This is an optimization exercise on Yosys and OpenROAD, whose aim is small area, a short achievable clock period and few clock cycles per item, not a production implementation.

## sha256_engine
module sha256_engine (
    input  wire         clk,
    input  wire         rst,         
    input  wire         in_valid,
    output wire         in_ready,
    input  wire         in_first,
    input  wire [31:0]  in_data,
    output wire         out_valid,
    input  wire         out_ready,
    output wire [255:0] out_digest
);
clock: 10.0 ns
lec_check: 0
cap_margin: 20
core_margin: 2
core_utilization: 40
setup_slack_margin: 5
slew_margin: 20
standard.sh (not shown) runs the stock make flow with config.mk's settings and CLKGATE_MAP_FILE= SYNTH_SCRIPT=/design/flow/synth_recipe.tcl, a recipe that flattens the netlist after the stock synthesis.
==> flow/flow/run.sh <==
#!/bin/bash
# Layout flow: the standard synthesis and layout, with
#  - port buffers of sky130_fd_sc_hd__buf_2,
#  - a clock tree built from clkbuf_16 leaf clusters of up to 24 sinks and
#    no dummy balancing loads.

# Each tool's output goes to a log file in the work folder.
set -euo pipefail
export BUFFER_PORTS_ARGS="-buffer_cell sky130_fd_sc_hd__buf_2"
export CTS_ARGS="-sink_clustering_enable -repair_clock_nets -sink_clustering_size 24 -sink_clustering_max_diameter 100 -buf_list sky130_fd_sc_hd__clkbuf_16 -dont_use_dummy_load"

bash standard.sh synth > synth.log 2>&1
bash standard.sh finish > layout.log 2>&1
Rerun with:
--- a/flow/design.v
+++ b/flow/design.v
@@ -13,20 +13,21 @@
     reg        rdy;        
     reg [3:0]  lag;        
     reg        run;        
     reg        fin;        
     reg        ov;         
     reg [3:0]  wcnt;       
     reg [5:0]  kn;         
     reg        first_q;    
     reg        ff_first;   
     reg        early;      
+    reg [1:0]  fj;         
     reg [31:0] w [0:15];
     reg [31:0] a, b, c, d, e, f, g, h;
     reg [31:0] p;
     reg [31:0] k_q;        
     reg [31:0] ra [0:3];
     reg [31:0] re [0:3];
     function [31:0] rotr(input [31:0] x, input integer n);
         rotr = (x >> n) | (x << (32 - n));
     endfunction
     function [31:0] bsig0(input [31:0] x);
@@ -145,24 +146,24 @@
     wire [31:0] u1_c = csa_c(u0_s, u0_c, w[0]);
     wire [31:0] wnew = u1_s + u1_c;
     wire [3:0] wcnt_n = take ? wcnt + 4'd1 : wcnt;
     wire       ld_n   = (take && wcnt == 4'd15) ? 1'b0 :
                         ((run && kn == 6'd63) ? 1'b1 : ld);
     wire [3:0] lag_n  = (!ld_n || wcnt_n == 4'd0 || take) ? 4'd0 : lag + 4'd1;
     wire       ov_n   = fin ? 1'b1 : (ov && !out_ready ? 1'b1 : 1'b0);
     wire       rdy_n  = ld_n && lag_n == 4'd0 && !(wcnt_n == 4'd15 && ov_n);
     reg [31:0] iva, ive;
     always @(*) begin
-        case ({fin, kn[1:0]})
-            3'b010:  begin iva = IV3; ive = IV7; end
-            3'b011:  begin iva = IV2; ive = IV6; end
-            3'b000:  begin iva = IV1; ive = IV5; end
+        case (fj)
+            2'd0:    begin iva = IV3; ive = IV7; end
+            2'd1:    begin iva = IV2; ive = IV6; end
+            2'd2:    begin iva = IV1; ive = IV5; end
             default: begin iva = IV0; ive = IV4; end
         endcase
     end
     wire [31:0] fa_sum = add_bk(ff_first ? iva : ra[0], a);
     wire [31:0] fe_sum = add_bk(ff_first ? ive : re[0], e);
     assign in_ready   = rdy;
     assign out_valid  = ov;
     assign out_digest = {ra[3], ra[2], ra[1], ra[0], re[3], re[2], re[1], re[0]};
     integer i;
     always @(posedge clk) begin
@@ -193,20 +194,21 @@
             k_q <= 32'h428a2f98;
         end else if (pstep) begin
             kn  <= kn1;
             k_q <= k_nx;
         end
         if (init)
             first_q <= in_first;
         if (take && wcnt == 4'd15)
             ff_first <= first_q;
         early <= init && run;
+        fj    <= (run && kn == 6'd61) ? 2'd0 : fj + 2'd1;
         for (i = 0; i < 15; i = i + 1)
             w[i] <= w[i + 1];
         w[15] <= take ? in_data : (run ? wnew : w[0]);
         if (pstep)
             p <= p_new;
         if (rstep) begin
             h <= g;
             g <= f;
             f <= e;
             e <= e_new;
Result: Via count is higher slightly; first-iteration DRC count is higher by a little under a tenth; sequential share of layout area stays flat; design area is about the same; critical path depth is lower by 7; routed wire length is higher slightly; setup slack is worse by 0.011 ns; synthesized cell count is higher slightly; final cell count is higher slightly; die area is higher slightly; global-route usage is higher by 0.22 points.
No functional check of the RTL was part of any run of this note.

## static timing again, ports no longer ideal
How much do the figures lean on ideal ports? The routed layouts below were timed once more, with nothing changed but the port constraints. Step 1 assumes that a clkbuf_16 drives the clock port and a buf_2 every other input. Step 2, shift: input delay + t, output delay - t, t = (earliest + latest rising clock arrival at the registers) / 2. This alone moves slack from input paths to output paths. Three values: ideal ports, drivers, drivers and shift; two values: the first two.
run | t, ns | setup slack, ns | worst setup path at the end | clock arrival spread, ns | slew at the worst register clock pin (ns)
the first run | 0.742 | 4.885 / 4.885 / 4.493 | input to register | 0.107 / 0.106 | 0.11 / 0.11
the second run | 0.760 | 4.874 / 4.874 / 4.440 | input to register | 0.083 / 0.083 | 0.11 / 0.11
After both steps every run listed still meets setup and hold. For the second run, which loses most, drivers alone change the setup slack by 0.000 ns; drivers and shift together by -0.434 ns.
